What follows belongs to an exercise in optimizing a design on an open flow for small area, a short achievable clock period and few clock cycles per item; a production flow would make more cautious choices. The RTL was checked by simulation tests, not by an equivalence proof against the original design. No activity file was given, so power comes from the tool's default toggle rates.

File: design/flow/design.v
module fp32_divsqrt (
    input  wire        clk,
    input  wire        rst,
    input  wire        in_valid,
    output wire        in_ready,
    input  wire        in_op,         
    input  wire [31:0] in_a,
    input  wire [31:0] in_b,
    output reg         out_valid,
    output wire [31:0] out_result,
    output wire [3:0]  out_flags      
);
    reg               busy;
    reg               op_r;
    reg               sign_r;
    reg        [4:0]  cnt;
    reg               first;      
    reg               last;       
    reg        [8:0]  exp_r;      
    reg        [25:1] W;
    reg        [24:0] D;          
    reg        [24:0] Q;
    reg        [3:0]  flg;
    assign in_ready   = !busy;
    assign out_result = {sign_r, exp_r[7:0], Q[22:0]};
    assign out_flags  = flg;
    wire [22:0] fa = in_a[22:0];
    wire [25:0] w_load = !in_op    ? {2'b01, fa, 1'b0} :
                         in_a[23]  ? {2'b00, fa, 1'b0} :
                                     {fa[22], !fa[22], fa[21:0], 2'b00};
    wire [24:0] d_load = in_op ? 25'h0800000 : {in_b[22:0], 2'b00};
    wire [7:0]  eb_in  = in_b[30:23];
    wire [24:0] q_load = {16'd0, eb_in[0], eb_in[1], eb_in[2], eb_in[3],
                          eb_in[4], eb_in[5], eb_in[6], eb_in[7], 1'b1};
    wire [8:0]  e_load = in_op ? {in_a[23], 1'b0, in_a[30:24]} : {1'b0, in_a[30:23]};
    wire [4:0]  c_load = in_op ? 5'd23 : 5'd25;
    wire [26:0] S    = {W[25:1], 2'b00};
    wire [26:0] T    = {1'b0, 1'b1, D};
    wire        ci   = !last | Q[0];
    wire [26:0] a_g  = S & ~T;
    wire [26:0] a_p  = S ^ ~T;
    wire [26:0] bg [0:8];
    wire [26:0] bp [0:8];
    assign bg[0] = {a_g[26:1], a_g[0] | (a_p[0] & ci)};
    assign bp[0] = a_p;
    genvar gk, gj;
    generate for (gk = 0; gk < 8; gk = gk + 1) begin : g_bk
        localparam integer SP = (gk < 4) ? (1 << gk) : (1 << (7 - gk));
        for (gj = 0; gj < 27; gj = gj + 1) begin : g_b
            if ((gk < 4) ? (((gj + 1) % (2 * SP)) == 0)
                         : ((((gj + 1) % (2 * SP)) == SP) && (gj > SP))) begin : g_op
                assign bg[gk+1][gj] = bg[gk][gj] | (bp[gk][gj] & bg[gk][gj-SP]);
                assign bp[gk+1][gj] = bp[gk][gj] & bp[gk][gj-SP];
            end else begin : g_pass
                assign bg[gk+1][gj] = bg[gk][gj];
                assign bp[gk+1][gj] = bp[gk][gj];
            end
        end
    end endgenerate
    wire [27:0] sum  = {bg[8][26], a_p ^ {bg[8][25:0], ci}};
    wire        s    = bg[8][26];
    wire [25:1] w_nx = s ? sum[25:1] : S[25:1];
    wire [25:0] dec  = {25'd0, op_r} << cnt;
    wire [24:0] d_nx = (D & ~dec[24:0]) | ({dec[23:0], 1'b0} & {25{s}}) | dec[25:1];
    wire [4:0]  cnt_nx = cnt - 5'd1 - {4'd0, !op_r && cnt == 5'd15 && Q[9]};
    wire        inc = s;
    wire [22:0] ones;
    assign ones[0] = 1'b1;
    genvar gi;
    generate for (gi = 1; gi < 23; gi = gi + 1) begin : g_ones
        assign ones[gi] = ones[gi-1] & Q[gi-1];
    end endgenerate
    wire        carry  = inc & ones[22] & Q[22];
    wire [22:0] frac_r = Q[22:0] ^ (ones & {23{inc}});
    wire        x_big  = (exp_r >= 9'd384);
    wire        x_383  = (exp_r == 9'd383);
    wire        x_le129 = (exp_r <= 9'd129);
    wire        x_129  = (exp_r == 9'd129);
    wire        clamp  = x_big || x_le129;
    wire        r_ovf  = x_big || (x_383 && carry);
    wire        r_unf  = (x_le129 && !x_129) || (x_129 && !carry);
    wire [7:0]  x_dec  = exp_r[7:0] - 8'd1;
    wire [7:0]  x_inc  = x_dec + {7'd0, carry};
    wire [7:0]  r_exp  = r_ovf ? 8'hFF : r_unf ? 8'h00 : {!x_inc[7], x_inc[6:0]};
    wire [22:0] r_frac = clamp ? 23'd0 : frac_r;
    wire       ea0    = exp_r[8];           
    wire [7:0] eb     = Q[8:1];             
    wire       a_frnz = (|W[23:2]) | ((op_r && !ea0) ? W[25] : W[1]);
    wire       b_frnz = |D[24:2];
    wire       a_zero = (exp_r[7:0] == 8'd0) && !(op_r && ea0);
    wire       b_zero = (eb == 8'd0);
    wire       a_max  = (exp_r[6:0] == 7'h7F) && (op_r ? ea0 : exp_r[7]);
    wire       b_max  = (eb == 8'hFF);
    wire       a_inf  = a_max & !a_frnz;
    wire       b_inf  = b_max & !b_frnz;
    wire       a_nan  = a_max & a_frnz;
    wire       b_nan  = b_max & b_frnz;
    reg        sp_hit;
    reg        sp_nan;      
    reg        sp_inf;      
    reg [3:0]  sp_flg;
    always @(*) begin
        sp_hit = 1'b1;
        sp_nan = 1'b0;
        sp_inf = 1'b0;
        sp_flg = 4'b0000;
        if (!op_r) begin
            if (a_nan || b_nan) begin
                sp_nan = 1'b1;
            end else if ((a_zero && b_zero) || (a_inf && b_inf)) begin
                sp_nan = 1'b1;
                sp_flg = 4'b0100;
            end else if (b_zero) begin
                sp_inf = 1'b1;
                if (!a_inf) sp_flg = 4'b1000;
            end else if (a_inf) begin
                sp_inf = 1'b1;
            end else if (b_inf || a_zero) begin
                sp_inf = 1'b0;
            end else begin
                sp_hit = 1'b0;
            end
        end else begin
            if (a_nan) begin
                sp_nan = 1'b1;
            end else if (a_zero) begin
                sp_inf = 1'b0;
            end else if (sign_r) begin
                sp_nan = 1'b1;
                sp_flg = 4'b0100;
            end else if (a_inf) begin
                sp_inf = 1'b1;
            end else begin
                sp_hit = 1'b0;
            end
        end
    end
    wire sp = first && sp_hit;
    wire       e_ser = (cnt[4:3] == 2'b10);
    wire       e_y   = op_r ? (cnt[4:1] == 4'b1000) : !Q[10];
    wire       e_a   = exp_r[0];
    wire       e_c   = exp_r[8];
    wire       e_s   = e_a ^ e_y ^ e_c;
    wire       e_co  = (e_a & e_y) | (e_a & e_c) | (e_y & e_c);
    always @(posedge clk) begin
        if (rst) begin
            busy      <= 1'b0;
            out_valid <= 1'b0;
        end else if (!busy) begin
            busy      <= in_valid;
            out_valid <= 1'b0;
        end else begin
            busy      <= !(sp || last);
            out_valid <= sp || last;
        end
    end
    always @(posedge clk) begin
        flg <= sp ? sp_flg : {2'b00, r_unf, r_ovf};
        if (!busy) begin
            op_r   <= in_op;
            sign_r <= in_a[31] ^ (in_b[31] & !in_op);
            cnt    <= c_load;
            first  <= 1'b1;
            last   <= 1'b0;
            exp_r  <= e_load;
            W      <= w_load[25:1];
            D      <= d_load;
            Q      <= q_load;
        end else begin
            cnt    <= cnt_nx;
            first  <= 1'b0;
            last   <= (cnt_nx == 5'd0);
            W      <= w_nx;
            D      <= d_nx;
            if (sp) begin
                Q[22:0]    <= {sp_nan, 22'd0};
                exp_r[7:0] <= (sp_nan || sp_inf) ? 8'hFF : 8'h00;
                if (sp_nan) sign_r <= 1'b0;
            end else if (last) begin
                Q[22:0]    <= r_frac;
                exp_r[7:0] <= r_exp;
            end else begin
                Q <= {Q[23:0], s};
                if (e_ser)                     exp_r <= {e_co, e_s, exp_r[7:1]};
                else if (cnt == 5'd24)         exp_r[8] <= Q[0];
            end
        end
    end
endmodule
File: design/flow/flow/run.sh
#!/bin/bash
# Own layout flow: the standard synthesis, its combinational logic re-mapped
# for area (registers untouched), then the standard layout steps with timing
# repair aimed below the clock period.
set -euo pipefail
MARGIN=6.5
R=orfs/results/$FLOW_PLATFORM/fp32_divsqrt/base
bash standard.sh synth > synth_standard.log 2>&1
bash flow/resyn.sh $R flow > resyn.log 2>&1
rm -f $R/1_synth.odb $R/1_synth.sdc
bash standard.sh synth > synth_odb.log 2>&1
bash standard.sh SETUP_SLACK_MARGIN=$MARGIN BUFFER_PORTS_ARGS="-buffer_cell sky130_fd_sc_hd__buf_1" CTS_ARGS="-sink_clustering_enable -repair_clock_nets -dont_use_dummy_load" finish > layout.log 2>&1
File: design/flow/flow/abc.constr
set_driving_cell sky130_fd_sc_hd__buf_1
set_load 5
File: design/flow/flow/minilib.py
import re, sys
lib = open(sys.argv[1]).read()
keep = set(sys.argv[3].split(','))
out = []
i = 0
m = re.compile(r'\n\s*cell\s*\(\s*"?([A-Za-z0-9_]+)"?\s*\)\s*\{')
pos = 0
first = m.search(lib)
out.append(lib[:first.start()])
while True:
    mm = m.search(lib, pos)
    if not mm: break
    # find matching brace
    j = mm.end(); depth = 1
    while depth:
        c = lib[j]
        if c == '{': depth += 1
        elif c == '}': depth -= 1
        j += 1
    if mm.group(1) in keep:
        out.append(lib[mm.start():j])
    pos = j
out.append('\n}\n')
open(sys.argv[2], 'w').write(''.join(out))
File: design/flow/flow/resyn.abc
&get -n; &st; &dch; &nf; &put; topo; stime -c; buffer -c; upsize -c -D 2500; dnsize -c -D 2500
File: design/flow/flow/resyn.sh
#!/bin/bash
# Re-map the combinational logic of the standard synthesis netlist for area,
# keeping every register instance (name and cell) as it is.
# usage: resyn.sh results_dir flow_dir
set -euo pipefail
R=$1; F=$2
LIB=$FLOW_HOME/platforms/sky130hd/lib/sky130_fd_sc_hd__tt_025C_1v80.lib
YOSYS=${YOSYS_EXE:-$FLOW_HOME/../tools/install/yosys/bin/yosys}
T=$(pwd)/resyn_tmp; mkdir -p $T
cp $R/1_2_yosys.v $T/in.v
ALL=$(grep -o "sky130_fd_sc_hd__[a-z0-9_]*" $T/in.v | sort -u)
SEQ=$(echo "$ALL" | grep -E "__(df|edf|sdf|dl|sdl|ebuf|conb)" | tr '\n' ',' || true)
COMB=$(echo "$ALL" | grep -v -E "__(df|edf|sdf|dl|sdl|ebuf|conb)" | tr '\n' ',' || true)
python3 $F/minilib.py $LIB $T/comb.lib "$COMB"
python3 $F/minilib.py $LIB $T/seq.lib "$SEQ,sky130_fd_sc_hd__conb_1"
DU=$(sed -n '/DONT_USE_CELLS/,/^$/p' $FLOW_HOME/platforms/sky130hd/config.mk | grep -o "sky130_fd_sc_hd__[a-z0-9_]*" | sed 's/^/-dont_use /' | tr '\n' ' ')
tr ';' '\n' < $F/resyn.abc > $T/area.abc
cat > $T/resyn.ys <<EOS
read_liberty $T/comb.lib
read_liberty -lib $T/seq.lib
read_verilog $T/in.v
hierarchy -top $FLOW_TOP
blackbox $(echo $SEQ | tr ',' ' ') sky130_fd_sc_hd__conb_1
flatten
opt -purge
abc -script $T/area.abc -constr $F/abc.constr -liberty $LIB $DU
opt_clean -purge
hilomap -singleton -hicell sky130_fd_sc_hd__conb_1 HI -locell sky130_fd_sc_hd__conb_1 LO
opt_clean -purge
stat -liberty $LIB
write_verilog -noattr -nohex -nodec $T/out.v
EOS
$YOSYS -q -l $T/resyn.log $T/resyn.ys > /dev/null
cp $R/1_2_yosys.v $R/1_2_yosys_standard.v
cp $T/out.v $R/1_2_yosys.v
File: design/flow/standard.sh
#!/bin/bash
# synth_recipe.tcl (not shown) runs the flow's synth.tcl, then flattens the netlist and writes it again
# the make line also repeats each setting of config.mk as NAME=value (left out here)
make -C /OpenROAD-flow-scripts/flow DESIGN_CONFIG=/design/flow/config.mk WORK_HOME=/design/flow/orfs CLKGATE_MAP_FILE= SYNTH_SCRIPT=/design/flow/synth_recipe.tcl "${@:-finish}"
File: design/flow/config.mk
export PLATFORM = sky130hd
export DESIGN_NAME = fp32_divsqrt
export DESIGN_NICKNAME = fp32_divsqrt
export VERILOG_FILES = /design/flow/design.v
export SDC_FILE = /design/flow/constraint.sdc
export NUM_CORES = 4
export LEC_CHECK = 0
export CAP_MARGIN = 20
export CORE_MARGIN = 2
export CORE_UTILIZATION = 40
export SLEW_MARGIN = 20
File: design/flow/constraint.sdc
create_clock -name core_clock -period 10.0 [get_ports {clk}]
set_input_delay 2.0000 -clock core_clock [delete_from_list [all_inputs] [get_ports {clk}]]
set_output_delay 2.0000 -clock core_clock [all_outputs]
set_load 0.01 [all_outputs]
==> out/results.tsv, run 1 <==
metric	value	unit
grt_pass1_wl	30400	µm
slew_viol_final	0	
status	complete, no violations	
max_clock_freq	297	MHz
grt_usage	0.235	
grt_start_max_net_pins	64	
rsz0062_at_grt	true	
cts.hold.buffers_added	0	
ioPinCount	106	
critical_path_peak_fanout	8	
io_buffers	105	
drtIter0Drc	542	
cp.arrival	3.58	ns
root_buffer	clkbuf_16	
syn_inst	794	
syn-cell-area	6150	µm²
syn_area_per_cell	7.75	µm²
cts_buffers	9	
hold_viol	0	
place_congestion	0.850	
skew	0.0108	ns
antenna_found_initial	0	
hold_path.class	reg2reg	
powerDensity	188	nW/µm²
ir_drop	101	µV
worstMarginPinSlew	0.717	ns
grt_overflow	0	
ys.warnings.count	1	
max_slew_margin	0.520	
crit_required	10.22	ns
hold_ws	0.504	ns
final_nets	949	
synthesis.nets	862	
fin_crit_sh	0.336	
layout_commonest_cell	buf_1	
setup_viol	0	
drt-pass1-iter-count	5	
crit_type	reg2reg	
start_kind	flop	
cp-end-kind	flop	
n_antenna_cell	0	
drv_cap	0	
p_leak	0.00246	µW
chipHeight	128	µm
wire_per_inst	17.8	µm
grt_pass1_vias	5736	
num_rows	45	
hpwl	14000	µm
cts_max_level	3	
route.detailed.drc	0	
clock_latency	0.36	ns
setup_tns	0	ns
layout_common_cells	105 x buf_1, 98 x o21ai_0, 82 x dfxtp_1	
die_area	16400	µm²
cts_buffer_depth	2	
vias	6240	
viasPerCell	5.85	
cts_tree	built	
layout-drive-gt1-share	0.0580	
wl	18900	µm
core-area	15100	µm²
clk_pin_slew	0.07	ns
drtAntennaViolNets	0	
syn2layout_area_growth	14.0	%
start_util	0.408	
die_w	128	µm
min_period	3.36	ns
numClockSinks	97	
[through the flow]
step / cells / area [µm²] / total power, µW / utilization / setup WS (ns)
after floorplan: 794 / 6150 / 871 / - / 6.78
after global placement: 1052 / 6690 / 1000 / 0.443 / 6.53
after detailed placement: 1052 / 6690 / 1010 / 0.443 / 6.49
after CTS: 1061 / 6920 / 1310 / 0.458 / 6.51
after global routing: 1067 / 7010 / 1400 / 0.465 / 6.46
final: 1067 / 7010 / 1320 / 0.465 / 6.64
[state kept, by name (all words and copies together) (netlist names)]
| register | count |
|---|---|
| last | 1 |
| eb | 8 |
| cnt | 5 |
| op_r | 1 |
| W | 25 |
| sign_r | 1 |
| flg | 4 |
| first | 1 |
| D | 25 |
| out_valid | 1 |
| out_result | 15 |
| busy | 1 |
| exp_r | 9 |
[final timing paths]
path / start / to / cells after the start / slack, ns
worst max-delay path: D[14] / exp_r[2] / 11 / 6.64
worst min-delay path: out_result[19] / out_result[20] / 2 / 0.50
worst max register to register: D[14] / exp_r[2] / 11 / 6.64
worst min register to register: out_result[19] / out_result[20] / 2 / 0.50
[cell type report]
class / count / area (µm²)
Timing Repair Buffer: 118 / 499
Sequential cell: 97 / 2060
Fill cell: 1579 / 8080
Inverter: 20 / 77.6
Clock buffer: 9 / 225
Multi-Input combinational cell: 635 / 3920
Tap cell: 188 / 235
[critical path, stage by stage (launching register included)]
cell      delay [ns]
dfxtp_1         0.47
xor2_1          0.17
nor4_2          0.39
nand2_1         0.18
a311oi_4        0.32
o21bai_2        0.17
a311oi_4        0.41
and3_2          0.32
a311o_4         0.26
a21oi_1         0.05
or3_1           0.36
a21oi_2         0.11
[power by group]
group,internal [µW],switching (µW),total (µW),leakage (µW)
Combinational,192,283,474,0.00152
Clock,159,145,304,0.000111
Sequential,449,91.0,540,0.000832
Total,800,518,1320,0.00246
[repair_timing]
action	4_1_cts	5_1_grt
setup buffers	0	5
resized for setup	1	9
endpoints found under the setup margin	2	15
pin swaps	0	5
[layer usage]
layer	vias up	share of wire	track usage
li1	3094	-	-
met1	2905	0.45	0.327
met2	224	0.46	0.374
met3	17	0.074	0.0538
met4	0	0.015	0.0504
met5	-	0	0
Testbench counts, summed over its fixed seeds: cycles 62,573, ops 2,400.
==> run 2, diff against run 1 <==
--- a/design/flow/flow/run.sh
+++ b/design/flow/flow/run.sh
@@ -11,2 +11,2 @@
 bash standard.sh synth > synth_odb.log 2>&1
-bash standard.sh SETUP_SLACK_MARGIN=$MARGIN BUFFER_PORTS_ARGS="-buffer_cell sky130_fd_sc_hd__buf_1" CTS_ARGS="-sink_clustering_enable -repair_clock_nets -dont_use_dummy_load" finish > layout.log 2>&1
+bash standard.sh SETUP_SLACK_MARGIN=$MARGIN BUFFER_PORTS_ARGS="-buffer_cell sky130_fd_sc_hd__buf_1" CTS_ARGS="-sink_clustering_enable -repair_clock_nets -dont_use_dummy_load -buf_list sky130_fd_sc_hd__clkbuf_8" finish > layout.log 2>&1
--- a/design/flow/config.mk
+++ b/design/flow/config.mk
@@ -9,3 +9,3 @@
 export CORE_MARGIN = 2
-export CORE_UTILIZATION = 40
+export CORE_UTILIZATION = 60
 export SLEW_MARGIN = 20
==> run 2 against run 1 <==
Still clean. Clock skew rose by 0.0095 ns. Total power fell by 6.7%. Synthesized area did not move. Non-clock buffer count fell by 4. Critical path depth fell by 8. Sequential cell count did not move.
==> out/results.tsv, run 2 <==
metric	value	unit	change
status	complete, no violations		unchanged
core-area	9860	µm²	was 15100 µm²
root_buffer	clkbuf_8		was clkbuf_16
start_kind	flop		unchanged
setup_viol	0		unchanged
syn_area_per_cell	7.75	µm²	unchanged
layout_common_cells	105 x buf_1, 98 x o21ai_0, 81 x nand2_1		was 105 x buf_1, 98 x o21ai_0, 82 x dfxtp_1
wire_per_inst	18.4	µm	was 17.8 µm
cts_tree	built		unchanged
setup_tns	0	ns	unchanged
route.detailed.drc	0		unchanged
cpMaxStageDelayCell	buf_6		was dfxtp_1
drv_cap	0		unchanged
place_area	6620	µm²	was 6690 µm²
grt_overflow	0		unchanged
cts_max_level	3		unchanged
hold_path.class	reg2reg		unchanged
ioPinCount	106		unchanged
io_buffers	105		unchanged
viasPerCell	6.40		was 5.85
syn-cell-area	6150	µm²	unchanged
drtIter0Drc	615		was 542
slew_viol_final	0		unchanged
n_antenna_cell	0		unchanged
timing.critical_path.from	busy		was D[14]
ir_drop	98.0	µV	was 101 µV
worstMarginPinSlew	0.780	ns	was 0.717 ns
power	1230	µW	was 1320 µW
cp.arrival	1.38	ns	was 3.58 ns
fillers	843		was 1579
ff_latch_area	2060	µm²	about the same
rsz0062_at_grt	false		was true
hold_viol	0		unchanged
cts.hold.buffers_added	0		unchanged
comb_power_share	0.390		was 0.360
p_seq_frac	0.437		was 0.410
place_congestion	0.970		was 0.850
p_int	718	µW	was 800 µW
layout-drive-gt1-share	0.0583		was 0.0580
p_leak	0.00240	µW	was 0.00246 µW
critical_path_peak_fanout	64		was 8
ys.warnings.count	1		unchanged
antenna_found_initial	0		unchanged
multi_input_area	3930	µm²	was 3920 µm²
die_w	105	µm	was 128 µm
syn_inst	794		unchanged
hpwl	13300	µm	was 14000 µm
wl	18600	µm	was 18900 µm
rr_startpoint	exp_r[3]		was D[14]
p_switching	512	µW	was 518 µW
max_stage_delay	0.38	ns	was 0.47 ns
grt_pass1_vias	5765		was 5736
crit_required	8.00	ns	was 10.22 ns
rr_worst_depth	9		was 11
dpl.cell_count	998		was 1052
grt_pass1_wl	29100	µm	was 30400 µm
num_rows	36		was 45
clk_pin_slew	0.10	ns	was 0.07 ns
syn2layout_area_growth	10.9	%	was 14.0%
drt-pass1-iter-count	7		was 5
powerDensity	180	nW/µm²	was 188 nW/µm²
cp-end-kind	output pin		was flop
path_cells	buf_6 -> inv_1 -> buf_1		was xor2_1 -> nor4_2 -> nand2_1 -> a311oi_4 -> o21bai_2 -> a311oi_4 -> and3_2 -> a311o_4 -> a21oi_1 -> or3_1 -> a21oi_2
numClockSinks	97		unchanged
r2r_slack	6.62	ns	was 6.64 ns
start_util	0.624		was 0.408
endpoint	in_ready		was exp_r[2]
layout_commonest_cell	buf_1		unchanged
grt_usage	0.326		was 0.235
stdcell_area	6830	µm²	was 7010 µm²
skew	0.0202	ns	was 0.0108 ns
chipHeight	105	µm	was 128 µm
max_clock_freq	296	MHz	was 297 MHz
p_clk_frac	0.172		was 0.230
crit_type	reg2out		was reg2reg
instances_no_fill	1008		was 1067
final_nets	945		was 949
max_slew_margin	0.475		was 0.520
grt_start_max_net_pins	65		was 64
drtAntennaViolNets	0		unchanged
cts_buffer_depth	2		unchanged
r2r_end	exp_r[5]		was exp_r[2]
synthesis.nets	862		unchanged
fin_crit_sh	0.338		was 0.336
vias	6449		was 6240
clock_latency	0.38	ns	was 0.36 ns
switching_share	0.416		was 0.393
min_period	3.38	ns	was 3.36 ns
die_area	11100	µm²	was 16400 µm²
cts_buffers	9		unchanged
==> run 2: changes by cell type in the layout (fill, tap and decap cells not counted) <==
cell	change
clkbuf_16	-9
clkbuf_8	+9
buf_4	-3
dfxtp_1	-2
nor3b_1	-2
nor3b_2	+2
a21oi_1	+1
a21oi_2	-1
buf_6	-1
dfxtp_2	+1
dfxtp_4	+1
nor4_1	-1
nor4_2	+1
==> run 2: worst min-delay path by stage <==
stage          cells past startpoint        endpoint  slack (ns)            from
6_report                           2  out_result[20]        0.51  out_result[19]
3_5_place_dp                       2  out_result[20]        0.49  out_result[19]
3_3_place_gp                       2  out_result[20]        0.47  out_result[19]
4_1_cts                            2  out_result[20]        0.50  out_result[19]
5_1_grt                            2  out_result[16]        0.54  out_result[15]
2_1_floorplan                      2           W[24]        0.47           W[23]
==> run 2: power groups by stage <==
stage | Sequential, µW | Combinational [µW] | Clock (µW)
detailed placement | 541 | 460 | 0
finish | 538 | 480 | 212
CTS | 533 | 464 | 211
global placement | 539 | 449 | 0
global route | 545 | 529 | 227
floorplan | 510 | 360 | 0
==> run 2: area by class of cell <==
class,instances,share of cell area
well taps,133,0.0244
flip-flops and latches,97,0.302
repair buffers,114,0.0682
inverters,20,0.0114
clock buffers,9,0.0181
multi-input cells,635,0.576
==> run 2: routing by layer <==
layer	track usage	vias to the layer above	share of wire
li1	-	3077	-
met1	0.420	2966	0.41
met2	0.534	356	0.47
met3	0.0482	50	0.085
met4	0.163	0	0.039
met5	0	-	0
==> run 2: metrics by stage <==
step | hold WS, ns | setup slack (ns) | util
2_1_floorplan | 0.467 | 6.78 | -
3_3_place_gp | 0.472 | 6.60 | 0.671
3_5_place_dp | 0.486 | 6.50 | 0.671
4_1_cts | 0.505 | 6.54 | 0.684
5_1_grt | 0.537 | 6.51 | 0.692
6_report | 0.506 | 6.62 | 0.692
==> run 2: critical path, delay by kind of cell, from the launching register on <==
family                 cells  cell delay [ns]
buffers and inverters      3             0.64
DFF                        1             0.33
==> run 2: repair_timing <==
action                     CTS  global route
hold endpoints to repair     0             0
pin swaps                    0             7
buffers inserted             0             1
setup endpoints to repair    1             9
resized for setup            1            15
==> run 3, diff against run 2 <==
--- a/design/flow/flow/run.sh
+++ b/design/flow/flow/run.sh
@@ -5,3 +5,3 @@
 set -euo pipefail
-MARGIN=6.5
+MARGIN=6.0
 R=orfs/results/$FLOW_PLATFORM/fp32_divsqrt/base
--- a/design/flow/config.mk
+++ b/design/flow/config.mk
@@ -9,3 +9,3 @@
 export CORE_MARGIN = 2
-export CORE_UTILIZATION = 60
+export CORE_UTILIZATION = 40
 export SLEW_MARGIN = 20
==> run 3 against run 2 <==
Still clean on timing, DRC and antenna. Wire length rose by 1.3%. Die area rose by 48%. Maximum frequency fell by 5.1%. Design area barely moved. Sequential power barely moved. Clock-buffer cell count did not move. Combinational power fell by 4%. Total power fell by 0.98%. Sequential share of layout area fell by 0.11 points. Largest power group unchanged.
==> out/results.tsv, run 3 <==
metric	value	unit	change
min_period	3.57	ns	was 3.38 ns
drtAntennaViolNets	0		unchanged
clock_latency	0.39	ns	was 0.38 ns
p_clk_frac	0.178		was 0.172
core-area	15100	µm²	was 9860 µm²
vias	6209		was 6449
drt-pass1-iter-count	7		unchanged
rr_startpoint	out_result[0]		was exp_r[3]
p_leak	0.00238	µW	was 0.00240 µW
cts_setup_buffers	0		unchanged
max_slew_margin	0.534		was 0.475
start_kind	flop		unchanged
syn-cell-area	6150	µm²	unchanged
die_w	128	µm	was 105 µm
grtUsageMet2	0.371		was 0.534
final_util	0.452		was 0.692
min_from	out_result[19]		unchanged
ioPinCount	106		unchanged
grt_usage	0.235		was 0.326
max_stage_delay	0.60	ns	was 0.38 ns
timing.critical_path.from	out_result[0]		was busy
drv_cap	0		unchanged
setup_tns	0	ns	unchanged
cts_buffer_depth	2		unchanged
fin_crit_sh	0.357		was 0.338
wire_per_inst	17.7	µm	was 18.4 µm
grt_start_max_net_pins	64		was 65
route.detailed.drc	0		unchanged
top_usage_layer	met2		unchanged
ir_drop	95.1	µV	was 98.0 µV
hold_path.class	reg2reg		unchanged
chipHeight	128	µm	was 105 µm
viasPerCell	5.85		was 6.40
drtIter0Drc	569		was 615
die_area	16400	µm²	was 11100 µm²
syn_inst	794		unchanged
clk_pin_slew	0.09	ns	was 0.10 ns
p_seq_frac	0.442		was 0.437
cp.arrival	3.89	ns	was 1.38 ns
gr-usage-met3	0.0442		was 0.0482
start_util	0.408		was 0.624
rsz0062_at_grt	false		unchanged
cts.hold.buffers_added	0		unchanged
comb_power_share	0.380		was 0.390
grt_overflow	0		unchanged
p_switching	505	µW	was 512 µW
power	1220	µW	was 1230 µW
cts_tree	built		unchanged
cts_buffers	9		unchanged
met1_usage	0.330		was 0.420
place_congestion	0.850		was 0.970
skew	0.0163	ns	was 0.0202 ns
path_cells	inv_4 -> a2111oi_4 -> o31ai_2 -> a311oi_4 -> o21bai_2 -> a31oi_4 -> buf_4 -> nand3_1 -> nor3_1 -> o21ai_0 -> a21oi_1 -> a21o_1		was buf_6 -> inv_1 -> buf_1
hpwl	14000	µm	was 13300 µm
num_rows	45		was 36
slew_viol_final	0		unchanged
n_antenna_cell	0		unchanged
cp-end-kind	flop		was output pin
wl	18800	µm	was 18600 µm
final_nets	944		was 945
cpMaxStageDelayCell	dfxtp_1		was buf_6
syn_area_per_cell	7.75	µm²	unchanged
switching_share	0.414		was 0.416
hold_viol	0		unchanged
post_cts_resized	0		was 1
critical_path_peak_fanout	32		was 64
powerDensity	179	nW/µm²	was 180 nW/µm²
setup_viol	0		unchanged
status	complete, no violations		unchanged
root_buffer	clkbuf_8		unchanged
ys.warnings.count	1		unchanged
crit_type	reg2reg		was reg2out
p_int	713	µW	was 718 µW
antenna_found_initial	0		unchanged
numClockSinks	97		unchanged
cts_max_level	3		unchanged
syn2layout_area_growth	10.9	%	about the same
grt_pass1_wl	30300	µm	was 29100 µm
grt_pass1_vias	5727		was 5765
max_clock_freq	280	MHz	was 296 MHz
crit_required	10.33	ns	was 8.00 ns
io_buffers	105		unchanged
worstMarginPinSlew	0.696	ns	was 0.780 ns
layout-drive-gt1-share	0.0458		was 0.0583
layout_common_cells	105 x buf_1, 98 x o21ai_0, 85 x dfxtp_1		was 105 x buf_1, 98 x o21ai_0, 81 x nand2_1
synthesis.nets	862		unchanged
layout_commonest_cell	buf_1		unchanged
-- run 3: per-layer routing --
metal  vias to the layer above  share of wire
met5                         -              0
met3                        16          0.067
met4                         0          0.014
li1                       3083              -
met1                      2888           0.46
met2                       222           0.46
-- run 3: layout make-up --
type                    instances  area [µm²]
clock buffers                   9         124
fillers                      1585        8270
inverters                      20        77.6
multi-input cells             635        3870
flip-flops and latches         97        2050
well taps                     188         235
repair buffers                113         458
-- run 3: through the flow --
| step | hold WS (ns) | std cells | setup WS [ns] | area [µm²] |
|---|---|---|---|---|
| after floorplan | 0.467 | 794 | 6.78 | 6150 |
| after detailed placement | 0.491 | 1052 | 6.49 | 6690 |
| after global placement | 0.483 | 1052 | 6.53 | 6690 |
| final | 0.501 | 1062 | 6.43 | 6820 |
| after CTS | 0.504 | 1061 | 6.45 | 6810 |
| after global routing | 0.526 | 1062 | 6.11 | 6820 |
-- run 3: worst paths after layout --
kind                     to  slack (ns)  cells after the start
max          out_result[12]        6.43                     12
min          out_result[20]        0.50                      2
max reg2reg  out_result[12]        6.43                     12
min reg2reg  out_result[20]        0.50                      2
-- run 3: worst max-delay path, delay by kind of cell (launching register included) --
kind	cells	cell delay [ns]
AO/OA/AOI/OAI	8	1.86
AND/OR/NAND/NOR	2	0.54
buffers and inverters	2	0.50
flip-flops	1	0.60
-- run 3: power by group through the flow --
stage	registers [µW]	logic [µW]	clock network, µW
global route	548	517	235
finish	538	463	217
floorplan	510	360	0
detailed placement	545	460	0
global placement	545	457	0
CTS	537	461	221
==> run 4, diff against run 3 <==
--- a/design/flow/flow/run.sh
+++ b/design/flow/flow/run.sh
@@ -5,3 +5,3 @@
 set -euo pipefail
-MARGIN=6.0
+MARGIN=6.5
 R=orfs/results/$FLOW_PLATFORM/fp32_divsqrt/base
==> run 4 against run 3 <==
Global-route usage is the same. Maximum frequency up 6.4%. Still clean on timing, DRC and antenna. Clock-buffer cell count unchanged. Clock skew shrank 0.00057 ns. Worst hold slack better by 0.010 ns. Setup slack better by 0.21 ns. Via count up 0.45%. Total power rose by 0.94%. Die area unchanged. Combinational power grew 2%.
==> out/results.tsv, run 4 <==
metric	value	unit	change
drtIter0Drc	538		was 569
max_clock_freq	298	MHz	was 280 MHz
die_w	128	µm	unchanged
drv_cap	0		unchanged
cp-end-kind	flop		unchanged
viasPerCell	5.85		about the same
ys.warnings.count	1		unchanged
core-area	15100	µm²	unchanged
cts.hold.buffers_added	0		unchanged
crit_required	10.25	ns	was 10.33 ns
final_nets	948		was 944
grt_usage	0.235		unchanged
io_buffers	105		unchanged
syn_area_per_cell	7.75	µm²	unchanged
hold_path.class	reg2reg		unchanged
cpMaxStageDelayCell	dfxtp_1		unchanged
synthesis.nets	862		unchanged
path_cells	xor2_1 -> nor4_2 -> nand2_1 -> a311oi_4 -> o21bai_2 -> a311oi_4 -> and3_2 -> a311o_4 -> a21oi_1 -> or3_1 -> a21oi_2		was inv_4 -> a2111oi_4 -> o31ai_2 -> a311oi_4 -> o21bai_2 -> a31oi_4 -> buf_4 -> nand3_1 -> nor3_1 -> o21ai_0 -> a21oi_1 -> a21o_1
clk_pin_slew	0.09	ns	about the same
crit_top_cell	a311oi_4		
hold_viol	0		unchanged
start_util	0.408		unchanged
slew_viol_final	0		unchanged
numClockSinks	97		unchanged
route.detailed.drc	0		unchanged
hold_ws	0.511	ns	was 0.501 ns
place_area	6690	µm²	unchanged
wl	18900	µm	was 18800 µm
num_rows	45		unchanged
setup_tns	0	ns	unchanged
die_area	16400	µm²	unchanged
cp.arrival	3.60	ns	was 3.89 ns
status	complete, no violations		unchanged
powerDensity	178	nW/µm²	was 179 nW/µm²
p_leak	0.00241	µW	was 0.00238 µW
grt_start_max_net_pins	64		unchanged
stdcell_area	6900	µm²	was 6820 µm²
cts_tree	built		unchanged
skew	0.0157	ns	was 0.0163 ns
cts_max_level	3		unchanged
syn2layout_area_growth	12.2	%	was 10.9%
wire_per_inst	17.7	µm	about the same
hpwl	14000	µm	unchanged
drt-pass1-iter-count	5		was 7
fin_crit_sh	0.335		was 0.357
final_util	0.457		was 0.452
setup_viol	0		unchanged
syn_inst	794		unchanged
cts_buffers	9		unchanged
critical_path_peak_fanout	8		was 32
antenna_found_initial	0		unchanged
n_antenna_cell	0		unchanged
worstMarginPinSlew	0.706	ns	was 0.696 ns
min_from	out_result[19]		unchanged
cts_buffer_depth	2		unchanged
drtAntennaViolNets	0		unchanged
crit_type	reg2reg		unchanged
chipHeight	128	µm	unchanged
clock_latency	0.39	ns	about the same
max_slew_margin	0.528		was 0.534
place_congestion	0.850		unchanged
rsz0062_at_grt	true		was false
ioPinCount	106		unchanged
layout-drive-gt1-share	0.0558		was 0.0458
vias	6237		was 6209
syn-cell-area	6150	µm²	unchanged
min_period	3.35	ns	was 3.57 ns
grt_pass1_wl	30300	µm	unchanged
max_stage_delay	0.47	ns	was 0.60 ns
layout_common_cells	105 x buf_1, 98 x o21ai_0, 83 x dfxtp_1		was 105 x buf_1, 98 x o21ai_0, 85 x dfxtp_1
root_buffer	clkbuf_8		unchanged
timing.critical_path.from	W[14]		was out_result[0]
grt_pass1_vias	5727		unchanged
rr_startpoint	W[14]		was out_result[0]
ir_drop	94.8	µV	was 95.1 µV
grt_overflow	0		unchanged
layout_commonest_cell	buf_1		unchanged
start_kind	flop		unchanged
## run 4: critical path, delay by kind of cell (launching register included)
kind | cells | cell delay [ns]
compound gates | 6 | 1.30
simple gates | 4 | 1.27
flops | 1 | 0.47
xor+xnor | 1 | 0.17
## run 4: report_power, final
group	internal [µW]	total, µW	switching (µW)
sequential	449	539	90.8
combinational	192	474	282
clock	81.1	216	135
total	721	1230	508
## run 4: through the flow
| step | std cells | power, µW | setup slack (ns) |
|---|---|---|---|
| after floorplan | 794 | 871 | 6.78 |
| after global placement | 1052 | 1000 | 6.53 |
| after detailed placement | 1052 | 1010 | 6.49 |
| after CTS | 1061 | 1220 | 6.50 |
| after global routing | 1066 | 1310 | 6.46 |
| final | 1066 | 1230 | 6.65 |
## run 4: what timing repair did
| action | 4_1_cts | 5_1_grt |
|---|---|---|
| pin swaps | 0 | 5 |
| buffers inserted | 0 | 4 |
| resized for setup | 1 | 8 |
| endpoints found under the setup margin | 2 | 15 |
| cloned | 0 | 0 |
| hold endpoints to repair | 0 | 0 |
## run 4: layout make-up
type,instances,area [µm²]
Tap cell,188,235
Sequential cell,97,2060
Inverter,20,77.6
Timing Repair Buffer,117,492
Fill cell,1582,8190
Clock buffer,9,124
Multi-Input combinational cell,635,3920
## run 4: final timing paths
| kind | to | slack (ns) | cells past startpoint |
|---|---|---|---|
| setup reg to reg | exp_r[2] | 6.65 | 11 |
| hold reg to reg | out_result[20] | 0.51 | 2 |
| setup / recovery | exp_r[2] | 6.65 | 11 |
| hold / removal | out_result[20] | 0.51 | 2 |
## run 4: layer usage
layer | GRT usage | up-vias | wire length, µm
li1 | - | 3090 | -
met1 | 0.330 | 2906 | 8700
met2 | 0.371 | 220 | 8640
met3 | 0.0442 | 21 | 1240
met4 | 0.0608 | 0 | 310
met5 | 0 | - | 0
==> run 5, diff against run 4 <==
--- a/design/flow/config.mk
+++ b/design/flow/config.mk
@@ -7,5 +7,5 @@
 export LEC_CHECK = 0
-export CAP_MARGIN = 20
+export CAP_MARGIN = 0
 export CORE_MARGIN = 2
 export CORE_UTILIZATION = 40
-export SLEW_MARGIN = 20
+export SLEW_MARGIN = 0
==> run 5 against run 4 <==
Still clean on timing, DRC and antenna. Synthesized area unchanged. Cell count about the same. Critical path depth unchanged. Utilization down 0.075 points. Clock power about the same. Clock skew up 0.0015 ns. Synthesized cell count unchanged. Global-route usage unchanged. Total power about the same. Setup slack worse by 0.0090 ns. Die area unchanged. Largest cell class unchanged. Highest routed layer unchanged.
==> out/results.tsv, run 5 <==
metric	value	unit	change
status	complete, no violations		unchanged
p_clk_frac	0.176		about the same
hold_path_depth	2		unchanged
route.detailed.drc	0		unchanged
layout_commonest_cell	buf_1		unchanged
cts_tree	built		unchanged
drt-pass1-iter-count	5		unchanged
n_antenna_cell	0		unchanged
antenna_found_initial	0		unchanged
grt_overflow	0		unchanged
r2r_slack	6.64	ns	was 6.65 ns
die_w	128	µm	unchanged
wire_per_inst	17.7	µm	about the same
chipHeight	128	µm	unchanged
path_buf_inv	0		unchanged
grt_usage	0.235		unchanged
setup_tns	0	ns	unchanged
skew	0.0172	ns	was 0.0157 ns
stdcell_area	6890	µm²	was 6900 µm²
cts_max_level	3		unchanged
min_from	out_result[19]		unchanged
max_clock_freq	298	MHz	about the same
syn_area_per_cell	7.75	µm²	unchanged
hold_path.class	reg2reg		unchanged
cts.hold.buffers_added	0		unchanged
p_leak	0.00241	µW	about the same
grt_start_max_net_pins	64		unchanged
start_kind	flop		unchanged
p_seq_frac	0.439		about the same
cts_buffer_depth	2		unchanged
cts_buffers	9		unchanged
setup_viol	0		unchanged
cp_top_family	compound AO/OA/AOI/OAI gates		unchanged
drtAntennaViolNets	0		unchanged
critical_path_peak_fanout	8		unchanged
place_congestion	0.850		unchanged
clk_pin_slew	0.09	ns	about the same
instances_no_fill	1065		was 1066
root_buffer	clkbuf_8		unchanged
place_area	6690	µm²	unchanged
hold_ws	0.510	ns	was 0.511 ns
fin_crit_sh	0.336		was 0.335
cpMaxStageDelayCell	dfxtp_1		unchanged
p_int	721	µW	about the same
p_switching	508	µW	about the same
clock_latency	0.39	ns	about the same
cp-end-kind	flop		unchanged
start_util	0.408		unchanged
hold_viol	0		unchanged
synthesis.nets	862		unchanged
crit_required	10.25	ns	about the same
grt_pass1_vias	5727		unchanged
syn_inst	794		unchanged
layout-drive-gt1-share	0.0547		was 0.0558
crit_top_cell	a311oi_4		unchanged
io_buffers	105		unchanged
grt_pass1_wl	30300	µm	unchanged
worstMarginPinSlew	1.08	ns	was 0.706 ns
max_slew_margin	0.278		was 0.528
r2r_end	exp_r[2]		unchanged
drv_cap	0		unchanged
path_cells	xor2_1 -> nor4_2 -> nand2_1 -> a311oi_4 -> o21bai_2 -> a311oi_4 -> and3_2 -> a311o_4 -> a21oi_1 -> or3_1 -> a21oi_2		unchanged
die_area	16400	µm²	unchanged
viasPerCell	5.86		was 5.85
comb_power_share	0.385		about the same
hold_path_end	out_result[20]		unchanged
vias	6240		was 6237
final_util	0.457		about the same
numClockSinks	97		unchanged
core-area	15100	µm²	unchanged
wl	18900	µm	about the same
dpl.cell_count	1052		unchanged
hpwl	14000	µm	unchanged
layout_common_cells	105 x buf_1, 98 x o21ai_0, 83 x dfxtp_1		unchanged
rsz0062_at_grt	true		unchanged
rr_startpoint	W[14]		unchanged
ys.warnings.count	1		unchanged
syn-cell-area	6150	µm²	unchanged
final_nets	947		was 948
max_stage_delay	0.47	ns	about the same
powerDensity	178	nW/µm²	about the same
switching_share	0.413		about the same
syn2layout_area_growth	12.0	%	was 12.2%
min_period	3.36	ns	was 3.35 ns
slew_viol_final	0		unchanged
drtIter0Drc	578		was 538
cp.arrival	3.61	ns	was 3.60 ns
ir_drop	94.5	µV	was 94.8 µV
ioPinCount	106		unchanged
rr_worst_depth	11		unchanged
crit_type	reg2reg		unchanged
num_rows	45		unchanged
==> run 5: cell count changes in the layout (fill, tap and decap cells not counted), sizes merged <==
cell,before,now
buf,117,116
==> run 5: final cells by class <==
cell class | instances | area, µm²
clock buffers | 9 | 124
fillers | 1583 | 8200
inverters | 20 | 77.6
multi-input cells | 635 | 3920
flip-flops and latches | 97 | 2060
well taps | 188 | 235
repair buffers | 116 | 480
==> run 5: per-stage QoR <==
stage               setup WS (ns)  total power [µW]
finish                       6.64              1230
global route                 6.46              1310
CTS                          6.50              1220
detailed placement           6.49              1010
global placement             6.53              1000
floorplan                    6.78               871
==> run 5: power groups by stage <==
stage / clock (µW) / sequential (µW) / combinational [µW]
after global placement: 0 / 545 / 457
after global routing: 235 / 549 / 527
after CTS: 221 / 537 / 463
final: 216 / 540 / 473
after floorplan: 0 / 510 / 360
after detailed placement: 0 / 545 / 460
==> run 5: worst max-delay path by stage <==
stage               cells after the start        endpoint     startpoint  slack (ns)
finish                                 11        exp_r[2]          W[14]        6.64
detailed placement                     12  out_result[12]  out_result[0]        6.49
floorplan                               6            W[2]          in_op        6.78
global route                           12        exp_r[6]           W[1]        6.46
CTS                                    10        exp_r[2]           last        6.50
global placement                        4            W[2]       in_a[23]        6.53
==> run 5: per-layer routing <==
| layer | routed length [µm] | global-route usage | share of wire | vias to the layer above |
|---|---|---|---|---|
| met4 | 295 | 0.0608 | 0.016 | 0 |
| met5 | 0 | 0 | 0 | - |
| li1 | - | - | - | 3088 |
| met3 | 1280 | 0.0442 | 0.068 | 20 |
| met1 | 8690 | 0.330 | 0.46 | 2917 |
| met2 | 8630 | 0.371 | 0.46 | 215 |
==> run 5: worst min-delay path, delay by kind of cell, from the launching register on <==
| kind | cells | cell delay (ns) |
|---|---|---|
| flip-flops | 1 | 0.36 |
| AND/OR/NAND/NOR | 2 | 0.11 |
==> run 5: what timing repair did <==
action                                  CTS  global route
endpoints found under the setup margin    2            15
resized for setup                         1             8
buffers inserted                          0             4
pin swaps                                 0             5
endpoints found under the hold margin     0             0
==> run 6, diff against run 5 <==
==> design/flow/flow/resyn.abc (replaced) <==
&get -n; &st; &dch; &nf; &st; &dch; &nf; &st; &dch; &nf; &st; &dch; &nf; &put; topo; stime -c; buffer -c; upsize -c -D 2500; dnsize -c -D 2500
--- a/design/flow/config.mk
+++ b/design/flow/config.mk
@@ -7,5 +7,5 @@
 export LEC_CHECK = 0
-export CAP_MARGIN = 0
+export CAP_MARGIN = 20
 export CORE_MARGIN = 2
 export CORE_UTILIZATION = 40
-export SLEW_MARGIN = 0
+export SLEW_MARGIN = 20
==> run 6 against run 5 <==
Still clean. Utilization rose by 2.6 points. Wire length grew 4.7%. Die area shrank 2.6%. Setup slack worse by 0.12 ns. Clock power hardly changed. Maximum frequency shrank 3.4%. Clock-buffer cell count unchanged. Clock skew rose by 0.015 ns. Sequential share of layout area is 0.50 points lower. Combinational power grew about 10%. Synthesized area is 2.7% lower. Largest cell class unchanged. Largest power group unchanged.
==> out/results.tsv, run 6 <==
metric	value	unit	change
slew_viol_final	0		unchanged
max_stage_delay	0.56	ns	was 0.47 ns
drt-pass1-iter-count	5		unchanged
hpwl	13900	µm	was 14000 µm
worstMarginPinSlew	0.863	ns	was 1.08 ns
cts_buffer_depth	2		unchanged
crit_required	10.24	ns	was 10.25 ns
cp.arrival	3.72	ns	was 3.61 ns
place_congestion	0.940		was 0.850
numClockSinks	97		unchanged
grt_pass1_wl	30700	µm	was 30300 µm
ys.warnings.count	1		unchanged
vias	6342		was 6240
drtIter0Drc	619		was 578
layout_common_cells	105 x buf_1, 85 x o21ai_0, 81 x dfxtp_1		was 105 x buf_1, 98 x o21ai_0, 83 x dfxtp_1
drtAntennaViolNets	0		unchanged
wl	19800	µm	was 18900 µm
cpMaxStageDelayCell	or4_4		was dfxtp_1
clock_latency	0.40	ns	was 0.39 ns
cts_buffers	9		unchanged
skew	0.0320	ns	was 0.0172 ns
syn-cell-area	5990	µm²	was 6150 µm²
fin_crit_sh	0.348		was 0.336
final_nets	945		was 947
setup_viol	0		unchanged
layout-drive-gt1-share	0.0869		was 0.0547
ir_drop	101	µV	was 94.5 µV
path_buf_inv	0		unchanged
io_buffers	105		unchanged
max_slew_margin	0.425		was 0.278
status	complete, no violations		unchanged
powerDensity	180	nW/µm²	was 178 nW/µm²
p_leak	0.00252	µW	was 0.00241 µW
max_clock_freq	287	MHz	was 298 MHz
fillers	1478		was 1583
wl_met3	1080	µm	was 1280 µm
setup_tns	0	ns	unchanged
start_util	0.410		was 0.408
min_period	3.48	ns	was 3.36 ns
synthesis.nets	840		was 862
drv_cap	0		unchanged
chipHeight	126	µm	was 128 µm
clk_pin_slew	0.09	ns	about the same
num_rows	44		was 45
cts_max_level	3		unchanged
crit_type	reg2reg		unchanged
hold_viol	0		unchanged
syn2layout_area_growth	17.7	%	was 12.0%
syn_inst	772		was 794
die_w	126	µm	was 128 µm
grt_pass1_vias	5699		was 5727
cp_top_family	compound AO/OA/AOI/OAI gates		unchanged
n_antenna_cell	0		unchanged
grt_start_max_net_pins	57		was 64
wire_per_inst	18.7	µm	was 17.7 µm
power	1270	µW	was 1230 µW
path_cells	xor2_4 -> or4_4 -> nor4b_4 -> a211oi_2 -> a2bb2oi_2 -> o31a_1 -> a311oi_4 -> nand4_1 -> a21oi_4 -> and2_1 -> o221ai_1 -> a31oi_1		was xor2_1 -> nor4_2 -> nand2_1 -> a311oi_4 -> o21bai_2 -> a311oi_4 -> and3_2 -> a311o_4 -> a21oi_1 -> or3_1 -> a21oi_2
layout_commonest_cell	buf_1		unchanged
cp-end-kind	flop		unchanged
hold_path.class	reg2reg		unchanged
grt_usage	0.242		was 0.235
viasPerCell	5.99		was 5.86
final_util	0.483		was 0.457
grt_overflow	0		unchanged
root_buffer	clkbuf_8		unchanged
die_area	16000	µm²	was 16400 µm²
drt-met1-wl	9440	µm	was 8690 µm
cts_tree	built		unchanged
rsz0062_at_grt	true		unchanged
wl_met2	8920	µm	was 8630 µm
core-area	14600	µm²	was 15100 µm²
syn_area_per_cell	7.75	µm²	about the same
top_layer_used	met4		unchanged
critical_path_peak_fanout	4		was 8
multi_input_area	3840	µm²	was 3920 µm²
route.detailed.drc	0		unchanged
cts.hold.buffers_added	0		unchanged
start_kind	flop		unchanged
antenna_found_initial	0		unchanged
ioPinCount	106		unchanged
ff_latch_area	2070	µm²	was 2060 µm²
## run 6: cell count changes in the layout (fill, tap and decap cells not counted), moves of 5 or more
cell      previous run  this run
o211ai_1             3        10
inv_1               19        25
a21oi_1             61        74
a31oi_1              7        15
o31ai_1              6        11
a221o_1             17        27
a22oi_1             19        11
nor2_1              65        49
o21ai_0             98        85
xor2_1              34        18
buf_4               10        20
## run 6: worst min-delay path: stages (launching register included)
cell,delay [ns]
dfxtp_1,0.34
nand2_1,0.06
o31ai_1,0.05
## run 6: final timing paths
kind	from	endpoint	slack, ns	cells after the start
worst max-delay path	W[12]	exp_r[2]	6.52	12
worst min-delay path	out_result[19]	out_result[20]	0.50	2
worst min register to register	out_result[19]	out_result[20]	0.50	2
worst max register to register	W[12]	exp_r[2]	6.52	12
## run 6: metal layers
metal	track usage	vias to the layer above
li1	-	3083
met1	0.360	3025
met2	0.363	209
met3	0.0384	25
met4	0.0685	0
met5	0	-
## run 6: layout make-up
| class | count | share of cell area |
|---|---|---|
| repair buffers | 132 | 0.0970 |
| multi-input cells | 611 | 0.545 |
| inverters | 26 | 0.0146 |
| flip-flops and latches | 97 | 0.293 |
| clock buffers | 9 | 0.0176 |
| well taps | 184 | 0.0327 |
## run 6: stage by stage
| step | hold slack, ns | cell area (µm²) | std cells | setup slack (ns) |
|---|---|---|---|---|
| floorplan | 0.472 | 5990 | 772 | 6.62 |
| global placement | 0.488 | 6510 | 1028 | 5.91 |
| detailed placement | 0.494 | 6510 | 1028 | 5.84 |
| CTS | 0.502 | 6840 | 1049 | 6.50 |
| global route | 0.561 | 7040 | 1059 | 6.37 |
| finish | 0.502 | 7040 | 1059 | 6.52 |
## run 6: power breakdown
part	internal, µW	total [µW]	switching [µW]	leakage [µW]
Sequential	448	536	88.4	0.000834
Clock	81.0	213	132	0.0000647
Combinational	237	521	284	0.00162
## run 6: what timing repair did
item / CTS / global route
cloned: 2 / 0
setup endpoints to repair: 38 / 44
gates resized for setup: 15 / 34
buffers inserted: 10 / 10
pin swaps: 7 / 17
endpoints found under the hold margin: 0 / 0
==> run 7, diff against run 6 <==
==> design/flow/flow/resyn.abc (replaced) <==
&get -n; &st; &dch; &nf; &st; &dch; &nf; &put; topo; stime -c; buffer -c; upsize -c -D 2500; dnsize -c -D 2500
==> run 7 against run 6 <==
Clock-buffer cell count is the same. Still clean on timing, DRC and antenna. Non-clock buffer count shrank 17. Total power shrank 6.1%. Clock skew shrank 0.0010 ns. Worst hold slack lost 0.023 ns. Global-route usage is essentially flat. Clock power grew 2%. Sequential share of layout area grew 0.96 points. Setup slack gained 0.086 ns. Sequential cell count is the same. Highest routed layer unchanged.
==> out/results.tsv, run 7 <==
metric	value	unit	change
cp_top_family	buffers and inverters		was compound AO/OA/AOI/OAI gates
drv_cap	0		unchanged
start_util	0.411		was 0.410
grt_usage	0.242		about the same
viasPerCell	5.93		was 5.99
syn2layout_area_growth	13.0	%	was 17.7%
powerDensity	175	nW/µm²	was 180 nW/µm²
max_stage_delay	0.36	ns	was 0.56 ns
ys.warnings.count	1		unchanged
crit_required	8.00	ns	was 10.24 ns
syn_inst	770		was 772
syn-cell-area	6020	µm²	was 5990 µm²
io_buffers	105		unchanged
numClockSinks	97		unchanged
ir_drop	66.6	µV	was 101 µV
fin_crit_sh	0.339		was 0.348
die_area	16100	µm²	was 16000 µm²
cts_buffer_depth	2		unchanged
r2r_slack	6.73	ns	was 6.52 ns
grt_pass1_vias	5788		was 5699
synthesis.nets	838		was 840
rr_startpoint	W[12]		unchanged
r2r_end	W[23]		was exp_r[2]
wl	19200	µm	was 19800 µm
dpl.cell_count	1024		was 1028
clock_latency	0.40	ns	about the same
layout_common_cells	105 x buf_1, 91 x o21ai_0, 83 x dfxtp_1		was 105 x buf_1, 85 x o21ai_0, 81 x dfxtp_1
switching_share	0.402		was 0.397
rsz0062_at_grt	false		was true
chipHeight	127	µm	was 126 µm
root_buffer	clkbuf_8		unchanged
syn_area_per_cell	7.82	µm²	was 7.75 µm²
p_switching	479	µW	was 504 µW
route.detailed.drc	0		unchanged
vias	6153		was 6342
slew_viol_final	0		unchanged
place_congestion	0.894		was 0.940
hold_path_end	out_result[15]		was out_result[20]
n_antenna_cell	0		unchanged
cts_buffers	9		unchanged
cp_num_cells	4		was 12
p_int	713	µW	was 766 µW
grt_pass1_wl	30900	µm	was 30700 µm
max_clock_freq	295	MHz	was 287 MHz
num_rows	44		unchanged
hold_path_depth	2		unchanged
status	complete, no violations		unchanged
cp-end-kind	output pin		was flop
critical_path_peak_fanout	26		was 4
p_clk_frac	0.182		was 0.168
hold_path.class	reg2reg		unchanged
core-area	14600	µm²	about the same
cts_tree	built		unchanged
drtAntennaViolNets	0		unchanged
ioPinCount	106		unchanged
clk_pin_slew	0.10	ns	was 0.09 ns
setup_tns	0	ns	unchanged
max_slew_margin	0.416		was 0.425
path_cells	buf_12 -> clkinv_1 -> buf_8 -> buf_1		was xor2_4 -> or4_4 -> nor4b_4 -> a211oi_2 -> a2bb2oi_2 -> o31a_1 -> a311oi_4 -> nand4_1 -> a21oi_4 -> and2_1 -> o221ai_1 -> a31oi_1
cp.arrival	1.39	ns	was 3.72 ns
skew	0.0310	ns	was 0.0320 ns
hpwl	13800	µm	was 13900 µm
setup_viol	0		unchanged
die_w	127	µm	was 126 µm
cts.hold.buffers_added	0		unchanged
min_from	out_result[14]		was out_result[19]
path_buf_inv	4		was 0
antenna_found_initial	0		unchanged
start_kind	flop		unchanged
rr_worst_depth	12		unchanged
instances_no_fill	1037		was 1059
worstMarginPinSlew	0.876	ns	was 0.863 ns
final_nets	923		was 945
layout-drive-gt1-share	0.0516		was 0.0869
grt_start_max_net_pins	51		was 57
layout_commonest_cell	buf_1		unchanged
cts_max_level	3		unchanged
hold_viol	0		unchanged
drtIter0Drc	482		was 619
wire_per_inst	18.5	µm	was 18.7 µm
comb_power_share	0.369		was 0.410
min_period	3.39	ns	was 3.48 ns
cpMaxStageDelayCell	dfxtp_4		was or4_4
drt-pass1-iter-count	4		was 5
p_seq_frac	0.449		was 0.422
grt_overflow	0		unchanged
crit_type	reg2out		was reg2reg
p_leak	0.00235	µW	was 0.00252 µW
## run 7: how the worst max path moves through the flow
stage          start       end  slack, ns
2_1_floorplan  in_op     W[15]       7.07
3_5_place_dp    last  exp_r[4]       6.35
3_3_place_gp    last  exp_r[7]       6.46
4_1_cts         busy  in_ready       6.48
6_report        busy  in_ready       6.61
5_1_grt        W[12]     W[23]       6.51
## run 7: stage by stage
step                      setup WS (ns)  hold slack (ns)  cell area, µm²   util  total power, µW
final                              6.61            0.479            6800  0.465             1190
after global routing               6.51            0.527            6800  0.465             1270
after CTS                          6.48            0.484            6720  0.459             1180
after detailed placement           6.35            0.467            6540  0.446              960
after global placement             6.46            0.466            6540  0.446              958
after floorplan                    7.07            0.459            6020      -              839
## run 7: area by class of cell
type / instances / area [µm²]
tap: 184 / 230
inverter: 20 / 75.1
fill: 1484 / 7840
sequential: 97 / 2060
timing repair buffer: 115 / 532
clock buffer: 9 / 124
multi-input combinational: 612 / 3780
## run 7: routing by layer
metal	wire (µm)	global-route usage
met1	8930	0.333
met5	0	0
met3	1110	0.0477
met2	8890	0.390
met4	299	0.0666
## run 7: worst register-to-register path, cell delays in order, from the launching register on
cell	delay [ns]
dfxtp_1	0.45
xor2_2	0.30
nor3b_1	0.11
nor4_2	0.22
a32oi_1	0.17
a31oi_1	0.41
o21bai_1	0.20
maj3_1	0.42
o21ba_2	0.23
a21oi_1	0.17
xor2_1	0.16
a21oi_1	0.08
a221o_1	0.27
## run 7: timing repair
action                                  in CTS  in global routing
pin swaps                                    0                  3
gates resized for setup                      6                 10
endpoints found under the setup margin       8                 32
buffers inserted                             0                  2
gates cloned                                 1                  1
## run 7: power groups by stage
stage	clock (µW)	sequential, µW	combinational [µW]
floorplan	0	508	331
global placement	0	541	416
detailed placement	0	540	420
CTS	221	533	427
global route	236	546	491
finish	217	535	440
==> run 8, diff against run 7 <==
--- a/design/flow/flow/run.sh
+++ b/design/flow/flow/run.sh
@@ -5,3 +5,3 @@
 set -euo pipefail
-MARGIN=6.5
+MARGIN=6.9
 R=orfs/results/$FLOW_PLATFORM/fp32_divsqrt/base
==> run 8 against run 7 <==
Synthesized area stayed put. Utilization is 3.5 points higher. Register-to-register slack better by 0.21 ns. Clock skew is 0.0011 ns lower. Setup slack better by 0.24 ns. Sequential power hardly changed. Sequential share of layout area is 1.6 points lower. Via count is 4.1% higher. Synthesized cell count stayed put. Critical path type unchanged.
==> out/results.tsv, run 8 <==
metric	value	unit	change
core-area	14600	µm²	unchanged
skew	0.0299	ns	was 0.0310 ns
fillers	1455		was 1484
route.detailed.drc	0		unchanged
crit_type	reg2out		unchanged
antenna_found_initial	0		unchanged
grt_overflow	0		unchanged
layout_common_cells	104 x buf_1, 90 x o21ai_0, 75 x nand2_1		was 105 x buf_1, 91 x o21ai_0, 83 x dfxtp_1
ioPinCount	106		unchanged
min_period	3.15	ns	was 3.39 ns
rsz0062_at_grt	true		was false
ff_latch_area	2090	µm²	was 2060 µm²
p_leak	0.00258	µW	was 0.00235 µW
cts_buffer_depth	2		unchanged
syn_area_per_cell	7.82	µm²	unchanged
cts_max_level	3		unchanged
slew_viol_final	0		unchanged
clock_latency	0.40	ns	about the same
drv_cap	0		unchanged
n_antenna_cell	0		unchanged
max_slew_margin	0.540		was 0.416
chipHeight	127	µm	unchanged
root_buffer	clkbuf_8		unchanged
final_nets	952		was 923
fin_crit_sh	0.315		was 0.339
vias	6405		was 6153
place_congestion	0.894		unchanged
syn2layout_area_growth	21.4	%	was 13.0%
grt_start_max_net_pins	51		unchanged
multi_input_area	3950	µm²	was 3780 µm²
grt_usage	0.253		was 0.242
dpl.cell_count	1024		unchanged
grt_pass1_wl	32200	µm	was 30900 µm
setup_tns	0	ns	unchanged
max_clock_freq	317	MHz	was 295 MHz
syn-cell-area	6020	µm²	unchanged
critical_path_peak_fanout	3		was 26
grt_pass1_vias	5902		was 5788
wire_per_inst	19.2	µm	was 18.5 µm
powerDensity	175	nW/µm²	about the same
ys.warnings.count	1		unchanged
cp.arrival	1.15	ns	was 1.39 ns
cts.hold.buffers_added	0		unchanged
syn_inst	770		unchanged
drt-pass1-iter-count	5		was 4
clk_pin_slew	0.10	ns	about the same
status	complete, no violations		unchanged
worstMarginPinSlew	0.688	ns	was 0.876 ns
hpwl	13800	µm	unchanged
instances_no_fill	1066		was 1037
cts_tree	built		unchanged
layout_commonest_cell	buf_1		unchanged
layout-drive-gt1-share	0.130		was 0.0516
drtIter0Drc	577		was 482
start_util	0.411		unchanged
wl	20500	µm	was 19200 µm
hold_path.class	reg2reg		unchanged
hold_ws	0.477	ns	was 0.479 ns
numClockSinks	97		unchanged
setup_viol	0		unchanged
cp-end-kind	output pin		unchanged
ir_drop	67.3	µV	was 66.6 µV
r2r_slack	6.94	ns	was 6.73 ns
hold_viol	0		unchanged
drtAntennaViolNets	0		unchanged
crit_required	8.00	ns	about the same
synthesis.nets	838		unchanged
start_kind	flop		unchanged
cts_buffers	9		unchanged
num_rows	44		unchanged
viasPerCell	6.01		was 5.93
io_buffers	105		unchanged
die_area	16100	µm²	unchanged
die_w	127	µm	unchanged
run 8: worst paths after layout:
kind / startpoint / endpoint / depth (start not counted)
max: busy / in_ready / 4
min: out_result[14] / out_result[15] / 2
max reg2reg: D[14] / eb[7] / 12
min reg2reg: out_result[14] / out_result[15] / 2
run 8: area by class of cell:
class,instances,share of cell area
Multi-Input combinational cell,612,0.541
Tap cell,184,0.0315
Timing Repair Buffer,144,0.113
Inverter,20,0.0113
Clock buffer,9,0.0169
Sequential cell,97,0.286
run 8: critical path, cell delays in order, from the launching register on:
cell and delay (ns):
dfxtp_4 0.37, buf_12 0.12, inv_8 0.03, buf_12 0.12, buf_6 0.11
run 8: repair_timing:
item	4_1_cts	5_1_grt
gates cloned	3	1
buffers inserted	17	12
endpoints found under the setup margin	71	57
gates resized for setup	35	48
pin swaps	10	13
run 8: report_power, final:
| group | switching [µW] | total [µW] | internal [µW] |
|---|---|---|---|
| combinational | 292 | 531 | 239 |
| sequential | 85.1 | 534 | 449 |
| clock | 135 | 216 | 81.1 |
run 8: routing by layer:
metal,vias up,wire length [µm],global-route usage
li1,3083,-,-
met1,3025,9160,0.341
met2,270,9570,0.414
met3,27,1350,0.0515
met4,0,425,0.0679
met5,-,0,0
run 8: per-stage QoR:
step / total power, µW / worst slack [ns] / cell area, µm² / utilization
after floorplan: 839 / 7.07 / 6020 / -
final: 1280 / 6.85 / 7310 / 0.499
after detailed placement: 960 / 6.35 / 6540 / 0.446
after global routing: 1360 / 6.77 / 7310 / 0.499
after global placement: 958 / 6.46 / 6540 / 0.446
after CTS: 1220 / 6.77 / 7010 / 0.478
==> run 9, diff against run 8 <==
--- a/design/flow/flow/run.sh
+++ b/design/flow/flow/run.sh
@@ -5,3 +5,3 @@
 set -euo pipefail
-MARGIN=6.9
+MARGIN=6.75
 R=orfs/results/$FLOW_PLATFORM/fp32_divsqrt/base
--- a/design/flow/config.mk
+++ b/design/flow/config.mk
@@ -11 +11,2 @@
 export SLEW_MARGIN = 20
+export TNS_END_PERCENT = 0
==> run 9 against run 8 <==
Global-route usage decreased by 0.73 points. Maximum frequency down 4.1%. Clock power about the same. Clock-buffer cell count unchanged. Sequential cell count unchanged. Sequential power up 0.7%. Largest cell class unchanged. Largest power group unchanged.
==> out/results.tsv, run 9 <==
metric	value	unit	change
vias	6170		was 6405
die_w	127	µm	unchanged
crit_required	8.00	ns	about the same
n_antenna_cell	0		unchanged
start_kind	flop		unchanged
route.detailed.drc	0		unchanged
start_util	0.411		unchanged
grt_pass1_wl	31200	µm	was 32200 µm
slew_viol_final	0		unchanged
worstMarginPinSlew	0.848	ns	was 0.688 ns
dpl.cell_count	1024		unchanged
grt_usage	0.245		was 0.253
drv_cap	0		unchanged
ioPinCount	106		unchanged
p_leak	0.00239	µW	was 0.00258 µW
root_buffer	clkbuf_8		unchanged
crit_type	reg2out		unchanged
hpwl	13800	µm	unchanged
place_area	6540	µm²	unchanged
hold_path.class	reg2reg		unchanged
cp-end-kind	output pin		unchanged
cp_top_family	buffers and inverters		unchanged
cts_max_level	3		unchanged
wl	19400	µm	was 20500 µm
layout-drive-gt1-share	0.0770		was 0.130
clk_pin_slew	0.10	ns	about the same
fin_crit_sh	0.329		was 0.315
die_area	16100	µm²	unchanged
setup_viol	0		unchanged
path_cells	buf_12 -> clkinv_2 -> buf_12 -> buf_2		was buf_12 -> inv_8 -> buf_12 -> buf_6
max_slew_margin	0.435		was 0.540
layout_commonest_cell	buf_1		unchanged
cts_buffers	9		unchanged
syn_area_per_cell	7.82	µm²	unchanged
critical_path_peak_fanout	26		was 3
clock_latency	0.40	ns	about the same
ys.warnings.count	1		unchanged
crit_top_cell	buf_12		unchanged
instances_no_fill	1041		was 1066
syn2layout_area_growth	15.0	%	was 21.4%
grt_start_max_net_pins	51		unchanged
syn-cell-area	6020	µm²	unchanged
numClockSinks	97		unchanged
cp.arrival	1.29	ns	was 1.15 ns
cpMaxStageDelayCell	dfxtp_4		unchanged
cts.hold.buffers_added	0		unchanged
antenna_found_initial	0		unchanged
wire_per_inst	18.6	µm	was 19.2 µm
syn_inst	770		unchanged
hold_ws	0.479	ns	was 0.477 ns
grt_overflow	0		unchanged
stdcell_area	6930	µm²	was 7310 µm²
hold_viol	0		unchanged
status	complete, no violations		unchanged
min_period	3.29	ns	was 3.15 ns
drtIter0Drc	458		was 577
chipHeight	127	µm	unchanged
cts_tree	built		unchanged
drt-pass1-iter-count	5		unchanged
viasPerCell	5.93		was 6.01
skew	0.0286	ns	was 0.0299 ns
path_buf_inv	4		unchanged
final_nets	927		was 952
setup_tns	0	ns	unchanged
max_clock_freq	304	MHz	was 317 MHz
cts_buffer_depth	2		unchanged
num_rows	44		unchanged
io_buffers	105		unchanged
power	1210	µW	was 1280 µW
core-area	14600	µm²	unchanged
place_congestion	0.894		unchanged
synthesis.nets	838		unchanged
drtAntennaViolNets	0		unchanged
powerDensity	175	nW/µm²	about the same
max_stage_delay	0.36	ns	was 0.37 ns
ir_drop	66.9	µV	was 67.3 µV
rsz0062_at_grt	true		unchanged
layout_common_cells	104 x buf_1, 91 x o21ai_0, 78 x nand2_1		was 104 x buf_1, 90 x o21ai_0, 75 x nand2_1
grt_pass1_vias	5788		was 5902
-- run 9: repair_timing --
action                                  in CTS  in global routing
gates cloned                                 2                  0
endpoints found under the setup margin      18                 57
gates resized for setup                     14                 26
setup buffers                                2                  4
pin swaps                                    1                  5
-- run 9: path summary, 6_finish.rpt --
check / startpoint / end / slack (ns) / depth (start not counted)
min: out_result[14] / out_result[15] / 0.48 / 2
max: busy / in_ready / 6.71 / 4
min reg2reg: out_result[14] / out_result[15] / 0.48 / 2
max reg2reg: D[13] / exp_r[2] / 6.81 / 13
-- run 9: report_power, final --
part	total [µW]	internal [µW]	switching (µW)
registers	538	448	90.0
clock network	217	81.1	136
logic	455	196	259
-- run 9: layout make-up --
| cell class | count | area (µm²) |
|---|---|---|
| fill | 1484 | 7720 |
| inverter | 20 | 76.3 |
| sequential | 97 | 2070 |
| multi-input combinational | 612 | 3850 |
| timing repair buffer | 119 | 579 |
| tap | 184 | 230 |
| clock buffer | 9 | 124 |
-- run 9: tightest hold or removal path: stages, from the launching register on --
cell and delay (ns):
dfxtp_1 0.34, nand2_1 0.06, nand2_1 0.04
-- run 9: per-layer routing --
| metal | wire [µm] | part of all wire | GRT usage | vias up |
|---|---|---|---|---|
| met5 | 0 | 0 | 0 | - |
| met4 | 488 | 0.025 | 0.0827 | 0 |
| met3 | 1150 | 0.059 | 0.0456 | 32 |
| met2 | 8910 | 0.46 | 0.394 | 212 |
| met1 | 8860 | 0.46 | 0.334 | 2893 |
| li1 | - | - | - | 3033 |
-- run 9: through the flow --
step                setup WS (ns)  utilization
finish                       6.71        0.473
global route                 6.67        0.473
CTS                          6.71        0.464
detailed placement           6.35        0.446
global placement             6.46        0.446
floorplan                    7.07            -

-- static timing again, ports no longer ideal --
In the flow no input, the clock included, has a driving cell. The finished layouts below were timed again as built, in two steps.
Step 1 sets driving cells, clkbuf_16 on the clock port and buf_2 on the other inputs (assumed; they add their load-dependent delay and slew).
Step 2 times the ports against the registers' clock, not the clock port: input delays grow and output delays shrink by t, the midpoint of the rising clock arrivals with the driver on.
a / b / c = ideal ports / drivers / drivers and shift; a / b = the first two.
run | t (ns) | setup WS [ns]
run 1 | 0.394 | 6.636 / 6.636 / 6.489
run 2 | 0.404 | 6.617 / 6.582 / 6.453
run 3 | 0.421 | 6.434 / 6.434 / 6.434
run 4 | 0.419 | 6.648 / 6.648 / 6.489
run 5 | 0.420 | 6.639 / 6.639 / 6.463
run 6 | 0.420 | 6.520 / 6.520 / 6.333
run 7 | 0.424 | 6.606 / 6.566 / 6.426
run 8 | 0.424 | 6.846 / 6.806 / 6.566
run 9 | 0.425 | 6.712 / 6.673 / 6.430
After both steps every run listed still meets setup and hold.
